What follows belongs to an exercise in optimizing a design on an open flow for small area, a short achievable clock period and few clock cycles; a production flow would make more cautious choices. At most, simulation tests tie the RTL to the original design; equivalence was not proved. Power figures rest on the tool's default switching activity, not on a simulated workload.

the reference run:
Design qsc_decoder, start of the top module:
module qsc_decoder (
    input  wire        clk,
    input  wire        rst,
    input  wire        cmd_valid,
    output wire        cmd_ready,
    input  wire [5:0]  cmd_width_m1,
    input  wire [5:0]  cmd_lines_m1,
    input  wire        cmd_hist_reset,
    input  wire [14:0] cmd_nbytes,
    input  wire [7:0]  cmd_fill,
    input  wire        in_valid,
    output wire        in_ready,
    input  wire [7:0]  in_data,
    output wire        out_valid,
    input  wire        out_ready,
    output wire [7:0]  out_pix,
    output wire        done,
    output wire [2:0]  status
);
==> flow/config.mk <==
export PLATFORM = sky130hd
export DESIGN_NAME = qsc_decoder
export DESIGN_NICKNAME = qsc_decoder
export VERILOG_FILES = /design/flow/design.v
export SDC_FILE = /design/flow/constraint.sdc
export NUM_CORES = 4
export LEC_CHECK = 0
export CAP_MARGIN = 20
export CORE_MARGIN = 2
export CORE_UTILIZATION = 40
export CTS_CLUSTER_DIAMETER = 80
export CTS_CLUSTER_SIZE = 24
export SETUP_SLACK_MARGIN = 5
export SLEW_MARGIN = 20
==> flow/constraint.sdc <==
create_clock -name core_clock -period 12.0 [get_ports {clk}]
set_input_delay 2.4000 -clock core_clock [delete_from_list [all_inputs] [get_ports {clk}]]
set_output_delay 2.4000 -clock core_clock [all_outputs]
set_load 0.01 [all_outputs]
run.sh (not shown) runs the stock make flow with config.mk's settings and CLKGATE_MAP_FILE= SYNTH_SCRIPT=/design/flow/synth_recipe.tcl, a recipe that flattens the netlist after the stock synthesis.
Relative to the reference run, the following input files were edited for the trial run:
diff --git a/flow/design.v b/flow/design.v
--- a/flow/design.v
+++ b/flow/design.v
@@ -194,39 +194,42 @@
         v = bb;
         q = 5'd0;
         if (v[39:24] == 16'd0) begin q[4] = 1'b1; v = {v[23:0], 16'd0}; end
         if (v[39:32] == 8'd0)  begin q[3] = 1'b1; v = {v[31:0], 8'd0};  end
         if (v[39:36] == 4'd0)  begin q[2] = 1'b1; v = {v[35:0], 4'd0};  end
         if (v[39:38] == 2'd0)  begin q[1] = 1'b1; v = {v[37:0], 2'd0};  end
         if (v[39] == 1'b0)     begin q[0] = 1'b1; v = {v[38:0], 1'd0};  end
     end
     wire        z24  = (bb[39:16] == 24'd0);   
     wire        esc  = (q == 5'd23);
     wire [7:0]  t    = v[38:31];               
-    wire        sel_m1 = at_top && !rbit;
-    wire [4:0]  qe     = sel_m1 ? q - 5'd1 - {1'b0, jr} : q;
-    wire        comb   = sel_m1 && (rem == 15'd0) && (bb[39:17] != 23'd0);    
+    wire        sel_m1 = at_top && !rbit && (jr == 4'd0);
+    wire [4:0]  qe     = sel_m1 ? q - 5'd1 : q;
+    wire        comb   = sel_m1 && (bb[39:17] != 23'd0);       
     reg [7:0]  m_k   [0:7];
+    reg [7:0]  pix_k [0:7];
     reg [7:0]  ovf_k;
     reg [15:0] qt;
     integer kk;
     always @(*) begin
         qt = {3'd0, qe, t};
         for (kk = 0; kk < 8; kk = kk + 1) begin
             m_k[kk]   = qt[(8 - kk) +: 8];
             ovf_k[kk] = (qt >> (8 - kk)) > 16'd255;
+            pix_k[kk] = addm(pred, m_k[kk]);
         end
     end
+    wire [7:0]  pix_e = addm(pred, t);
     wire [7:0]  m     = esc ? t : m_k[k];
     wire        movf  = !esc && ovf_k[k];
-    wire [7:0]  pix   = addm(pred, m);
+    wire [7:0]  pix   = esc ? pix_e : pix_k[k];
     wire [5:0]  len_r = {1'b0, q} + 6'd1 + (esc ? 6'd8 : {3'd0, k});
     wire [5:0]  need_r = z24 ? 6'd24 : len_r;
     wire        more   = ibyte_v || (bytes_left != 15'd0);
     reg [22:0] okpos;              
     always @(*) begin
         for (i = 0; i < 23; i = i + 1) okpos[22 - i] = (nbits >= i + 8);
     end
     wire        r_ok   = (nbits >= 6'd32) || ((bb[39:17] & okpos) != 23'd0) ||
                          (z24 && nbits >= 6'd24) || !more;
     wire        r_short  = (nbits < need_r);
     wire        r_syntax = z24 || movf;
==> run notes <==
- The trial run finished end to end and its layout was clean on timing, DRC and antenna.
- Diff the reference run and the trial run: number of antenna violations at the first check in global routing higher in the reference run
- The trial run vs. the reference run: delay contributed by the slowest stage of the critical path decreased 0.08 ns, global-route usage shows no meaningful change.
- In the tables for the reference run and the trial run, count of plain and timing-repair buffers reads higher with the reference run.
- Total power, the reference run and the trial run: higher on the trial run
- The slowest cell on the critical path comes out or4_4 in one run and edfxtp_1 in the other, namely in the reference run and the trial run respectively.
- Across both runs, post-synthesis to final-layout area growth was lower for the trial run than for the reference run.
- The trial run gives more count of inverters other than clock inverters in the layout than the reference run did.
- The trial run vs the reference run on share of cell area taken by multi-input logic gates: the trial run is the higher one.
- Launching element of the worst setup path: a_r[0] -> the reference run, bb[30] -> the trial run
- In the flow results for the reference run and the trial run, the count of TritonRoute iterations in the first routing pass is larger on the reference run.
- Worst setup slack sits lower in the trial run than in the reference run.
No functional check of the RTL was part of any run of this note.

---

Another version of the RTL of qsc_decoder (not shown whole).
Size in the first run: roughly 4,100 cells after synthesis, roughly 64 I/O pins.
clock: 12.0 ns
lec_check: 0
cap_margin: 20
core_margin: 2
core_utilization: 40
cts_cluster_diameter: 80
cts_cluster_size: 24
setup_slack_margin: 5
slew_margin: 20
Testbench counts at the start, summed over its fixed seeds: cycles 146,447.
Edit:
--- a/flow/design.v
+++ b/flow/design.v
@@ -164,21 +164,22 @@
     function [7:0] addm;
         input [7:0] p;
         input [7:0] mv;
         reg [8:0] r;
         begin
             r = add8(p, {1'b0, mv[7:1]} ^ {8{mv[0]}}, 1'b0);
             addm = r[7:0];
         end
     endfunction
     wire       flat = (a_r == b_r) && (b_r == c_r);
-    wire [8:0] dac  = {1'b0, a_r} - {1'b0, c_r};
+    wire [8:0] dac_c = add8(a_r, ~c_r, 1'b1);              
+    wire [8:0] dac  = {!dac_c[8], dac_c[7:0]};
     wire       le3  = dac[8] ? ((dac[8:2] == 7'h7f) && (dac[1:0] != 2'd0)) : (dac[8:2] == 7'd0);
     wire       le15 = dac[8] ? ((dac[8:4] == 5'h1f) && (dac[3:0] != 4'd0)) : (dac[8:4] == 5'd0);
     wire [1:0] qa   = (a_r == c_r) ? 2'd0 : le3 ? 2'd1 : le15 ? 2'd2 : 2'd3;
     wire [3:0] ctx  = {qb_r, qa};
     wire       hit  = l_v && (lctx == ctx);
     wire       cvx  = cv[ctx];
     wire [2:0] k_l  = kfor(l_a, l_n);
     reg  [2:0] kq [0:3];           
     always @(*) begin
         for (i = 0; i < 4; i = i + 1)
@@ -249,21 +250,21 @@
     wire out_free = !ov || out_ready;
     wire in_fill = (run_left != 6'd0);
     wire at_top  = !in_fill && (in_run || (flat && !after_run));
     wire regular = !in_fill && !at_top;
     wire top_run = at_top && !comb;        
     wire dec_reg = regular || comb;        
     wire go    = (state == S_DEC) && out_free && !done_pend &&
                  (in_fill || (at_top ? (u_ok && (!comb || r_ok)) : r_ok));
     wire fail  = top_run ? (u_short || u_syntax) : dec_reg ? (r_short || r_syntax) : 1'b0;
     wire [2:0] fail_stat = (top_run ? u_short : r_short) ? ST_SHORT : ST_SYNTAX;
-    wire no_pix = top_run && !rbit && (rem == 15'd0) && !u_short;
+    wire no_pix = top_run && !rbit && (rem == 15'd0) && !u_short && !u_syntax;
     wire emit  = go && !no_pix;
     wire [7:0] value = dec_reg ? pix : a_r;
     wire [5:0] len = in_fill ? 6'd0 : top_run ? need_run : len_r;
     wire last_j    = (j == w_m1);
     wire last_line = (ln == l_m1);
     wire [5:0] dsel = w_m1 - 6'd1;
     wire [7:0] in32 = r0;
     wire [7:0] in16 = dsel[5] ? s32[31] : in32;
     wire [7:0] in8  = dsel[4] ? s16[15] : in16;
     wire [7:0] in4  = dsel[3] ? s8[7]   : in8;
@@ -294,20 +295,21 @@
     wire        pix_out = emit || fill_go;
     assign cmd_ready = cmd_ready_r;
     assign in_ready  = in_ready_r;
     assign out_valid = ov;
     assign out_pix   = ofill ? fill_val : r0;
     assign done      = done_r;
     assign status    = stat;
     wire [14:0] bl_n = bytes_left - (in_hs ? 15'd1 : 15'd0);
     wire        ib_n = in_hs ? 1'b1 : (merge ? 1'b0 : ibyte_v);
     wire [5:0]  nb_n = nbm - ulen;
+    wire [5:0]  nb_lb = (!go || in_fill) ? nbm : top_run ? (nbm - need_run) : (nbm - {1'b0, q} - 6'd1);
     always @(posedge clk) begin
         if (l_v) begin
             acc[lctx]   <= l_a;
             cnt_n[lctx] <= l_n;
             kr[lctx]    <= k_l;
         end
         for (i = 0; i < 4; i = i + 1) kc[i] <= kc_n[i];
         qb_r <= qb_sel;
         if (emit) begin
             r0 <= value;
@@ -342,21 +344,21 @@
             bytes_left <= bl_n;
             if (l_v) cv[lctx] <= 1'b1;
             case (state)
                 S_IDLE: begin
                     in_ready_r <= 1'b0;
                 end
                 S_DEC: begin
                     ibyte_v    <= ib_n;
                     bb         <= bbm << ulen;
                     nbits      <= nb_n;
-                    in_ready_r <= (bl_n != 15'd0) && (!ib_n || nb_n <= 6'd32);
+                    in_ready_r <= (bl_n != 15'd0) && (!ib_n || nb_lb <= 6'd32);
                     if (go) begin
                         if (in_fill) begin
                             run_left <= run_left - 6'd1;
                             if (run_left == 6'd1 && run_is_rem) after_run <= 1'b1;
                         end else if (top_run) begin
                             if (rbit) begin
                                 in_run     <= 1'b1;
                                 run_is_rem <= 1'b0;
                                 run_left   <= chunk_cnt[5:0] - 6'd1;
                                 if (full && ri != 5'd31) ri <= ri + 5'd1;
Result: Design area is higher by 2.8%; via count went up by 4.8%; hold slack gets worse by 0.027 ns; die area increases by 2.1%; count of clock-buffer cells in the layout fell by 2.
No functional check of the RTL was part of the second run of this note.

---

qsc_decoder, a different RTL version from the one above (not shown whole).
Size: roughly 4100 cells after synthesis, roughly 1100 flip-flops, ~64 I/O pins, roughly 52000 um2 of cells after synthesis.
clock: 12.0 ns
lec_check: 0
cap_margin: 20
core_margin: 2
core_utilization: 40
cts_cluster_diameter: 80
cts_cluster_size: 24
setup_slack_margin: 5
slew_margin: 20
The first run passed the timing, design-rule and antenna checks.
Next try:
--- a/flow/design.v
+++ b/flow/design.v
@@ -131,46 +131,17 @@
         begin
             kfor = 3'd7;
             for (kk = 6; kk >= 0; kk = kk - 1)
                 if (({8'd0, nv} << kk) >= av) kfor = kk[2:0];
         end
     endfunction
-    function [8:0] add8;
-        input [7:0] x;
-        input [7:0] y;
-        input       ci;
-        reg [7:0] g, p, gg, pp, g2, p2;
-        reg [8:0] c;
-        integer n, d;
-        begin
-            g = x & y;
-            p = x ^ y;
-            gg = g;
-            pp = p;
-            for (d = 1; d < 8; d = d * 2) begin
-                g2 = gg;
-                p2 = pp;
-                for (n = d; n < 8; n = n + 1) begin
-                    g2[n] = gg[n] | (pp[n] & gg[n - d]);
-                    p2[n] = pp[n] & pp[n - d];
-                end
-                gg = g2;
-                pp = p2;
-            end
-            c[0] = ci;
-            for (n = 0; n < 8; n = n + 1) c[n + 1] = gg[n] | (pp[n] & ci);
-            add8 = {c[8], p ^ c[7:0]};
-        end
-    endfunction
     function [7:0] addm;
         input [7:0] p;
         input [7:0] mv;
-        reg [8:0] r;
         begin
-            r = add8(p, {1'b0, mv[7:1]} ^ {8{mv[0]}}, 1'b0);
-            addm = r[7:0];
+            addm = p + ({1'b0, mv[7:1]} ^ {8{mv[0]}});
         end
     endfunction
     wire       flat = (a_r == b_r) && (b_r == c_r);
     wire [8:0] dac  = {1'b0, a_r} - {1'b0, c_r};
     wire       le3  = dac[8] ? ((dac[8:2] == 7'h7f) && (dac[1:0] != 2'd0)) : (dac[8:2] == 7'd0);
     wire       le15 = dac[8] ? ((dac[8:4] == 5'h1f) && (dac[3:0] != 4'd0)) : (dac[8:4] == 5'd0);
@@ -199,43 +170,40 @@
         if (v[39:38] == 2'd0)  begin q[1] = 1'b1; v = {v[37:0], 2'd0};  end
         if (v[39] == 1'b0)     begin q[0] = 1'b1; v = {v[38:0], 1'd0};  end
     end
     wire        z24  = (bb[39:16] == 24'd0);   
     wire        esc  = (q == 5'd23);
     wire [7:0]  t    = v[38:31];               
-    wire        sel_m1 = at_top && !rbit;
-    wire [4:0]  qe     = sel_m1 ? q - 5'd1 - {1'b0, jr} : q;
-    wire        comb   = sel_m1 && (rem == 15'd0) && (bb[39:17] != 23'd0);    
+    wire        sel_m1 = at_top && !rbit && (jr == 4'd0);
+    wire [4:0]  qe     = sel_m1 ? q - 5'd1 : q;
+    wire        comb   = sel_m1 && (q <= 5'd22) && !z24;
     reg [7:0]  m_k   [0:7];
+    reg [7:0]  pix_k [0:7];
     reg [7:0]  ovf_k;
     reg [15:0] qt;
     integer kk;
     always @(*) begin
         qt = {3'd0, qe, t};
         for (kk = 0; kk < 8; kk = kk + 1) begin
             m_k[kk]   = qt[(8 - kk) +: 8];
             ovf_k[kk] = (qt >> (8 - kk)) > 16'd255;
+            pix_k[kk] = addm(pred, m_k[kk]);
         end
     end
+    wire [7:0]  pix_e = addm(pred, t);
     wire [7:0]  m     = esc ? t : m_k[k];
     wire        movf  = !esc && ovf_k[k];
-    wire [7:0]  pix   = addm(pred, m);
+    wire [7:0]  pix   = esc ? pix_e : pix_k[k];
     wire [5:0]  len_r = {1'b0, q} + 6'd1 + (esc ? 6'd8 : {3'd0, k});
     wire [5:0]  need_r = z24 ? 6'd24 : len_r;
+    wire [5:0]  need_ub = z24 ? 6'd24 : esc ? 6'd32 : ({1'b0, q} + 6'd8);
     wire        more   = ibyte_v || (bytes_left != 15'd0);
-    reg [22:0] okpos;              
-    always @(*) begin
-        for (i = 0; i < 23; i = i + 1) okpos[22 - i] = (nbits >= i + 8);
-    end
-    wire        r_ok   = (nbits >= 6'd32) || ((bb[39:17] & okpos) != 23'd0) ||
-                         (z24 && nbits >= 6'd24) || !more;
+    wire        r_ok   = (nbits >= need_ub) || !more;
     wire        r_short  = (nbits < need_r);
     wire        r_syntax = z24 || movf;
-    wire [8:0]  a_lo  = add8(a_cur[7:0], m, 1'b0);
-    wire [6:0]  a_hi1 = {1'b0, a_cur[13:8]} + 7'd1;
-    wire [14:0] a_sum = {a_lo[8] ? a_hi1 : {1'b0, a_cur[13:8]}, a_lo[7:0]};
+    wire [14:0] a_sum = {1'b0, a_cur} + {7'd0, m};
     wire        halve = (n_cur == 6'd63);
     wire [13:0] a_new = halve ? a_sum[14:1] : a_sum[13:0];
     wire [5:0]  n_new = halve ? 6'd32 : n_cur + 6'd1;
     wire [3:0]  jr     = jtab(ri);
     wire        rbit   = bb[39];
     wire [14:0] rem    = bb[38:24] >> (4'd15 - jr);
@@ -253,13 +221,13 @@
     wire top_run = at_top && !comb;        
     wire dec_reg = regular || comb;        
     wire go    = (state == S_DEC) && out_free && !done_pend &&
                  (in_fill || (at_top ? (u_ok && (!comb || r_ok)) : r_ok));
     wire fail  = top_run ? (u_short || u_syntax) : dec_reg ? (r_short || r_syntax) : 1'b0;
     wire [2:0] fail_stat = (top_run ? u_short : r_short) ? ST_SHORT : ST_SYNTAX;
-    wire no_pix = top_run && !rbit && (rem == 15'd0) && !u_short;
+    wire no_pix = top_run && !rbit && (rem == 15'd0) && !u_short && !u_syntax;
     wire emit  = go && !no_pix;
     wire [7:0] value = dec_reg ? pix : a_r;
     wire [5:0] len = in_fill ? 6'd0 : top_run ? need_run : len_r;
     wire last_j    = (j == w_m1);
     wire last_line = (ln == l_m1);
     wire [5:0] dsel = w_m1 - 6'd1;
Outcome: Sequential power fell by 6.1%; wire length rose by 8.4%; via count rose by 5.1%; clock power fell by about 3%; non-clock buffer count is unchanged; critical path depth fell by 5; final cell count rose by 3.2%; design area rose by 2.3%; sequential share of layout area fell by 1.2 points.
Testbench counts after the change, summed over its fixed seeds: cycles 146,447.
For the first run of this note, only the layout was checked, not whether the RTL still works.

==> re-timing with driven ports <==
No port has a modelled driver above. Below, the same layouts with a new extraction and two added sets of constraints. Step 1: set_driving_cell puts a clkbuf_16 on clk and a buf_2 on each other input, an assumption about the parent block. Step 2 adds t to the input delays and takes it off the output delays; t is the mean of the earliest and latest rising clock arrival at the registers after step 1. Input paths then give back, and output paths get back, about the clock's delay inside the block. Three values: no drivers, after step 1, after step 2; two values: the first two.
run | shift t [ns] | setup slack, ns | worst hold slack (ns) | clock arrival spread, ns | worst slew at a driven data input, ns
the reference run | 0.780 | 5.173 / 5.173 / 5.173 | 0.380 / 0.380 / 0.380 | 0.079 / 0.079 | 0.14
the trial run | 0.768 | 5.153 / 5.153 / 5.041 | 0.371 / 0.371 / 0.371 | 0.102 / 0.103 | 0.07
the first run of note 2 | 0.762 | 5.254 / 5.254 / 5.254 | 0.396 / 0.396 / 0.396 | 0.065 / 0.065 | 0.13
the second run of note 2 | 0.768 | 5.146 / 5.146 / 5.146 | 0.368 / 0.368 / 0.368 | 0.066 / 0.067 | 0.07
the first run of note 3 | 0.766 | 5.127 / 5.127 / 5.127 | 0.394 / 0.394 / 0.394 | 0.088 / 0.088 | 0.05
the second run of note 3 | 0.763 | 4.995 / 4.995 / 4.886 | 0.350 / 0.350 / 0.350 | 0.100 / 0.101 | 0.15
After both steps every run listed still meets setup and hold. For the trial run, which loses most, drivers alone change the setup slack by 0.000 ns; drivers and shift together by -0.112 ns.
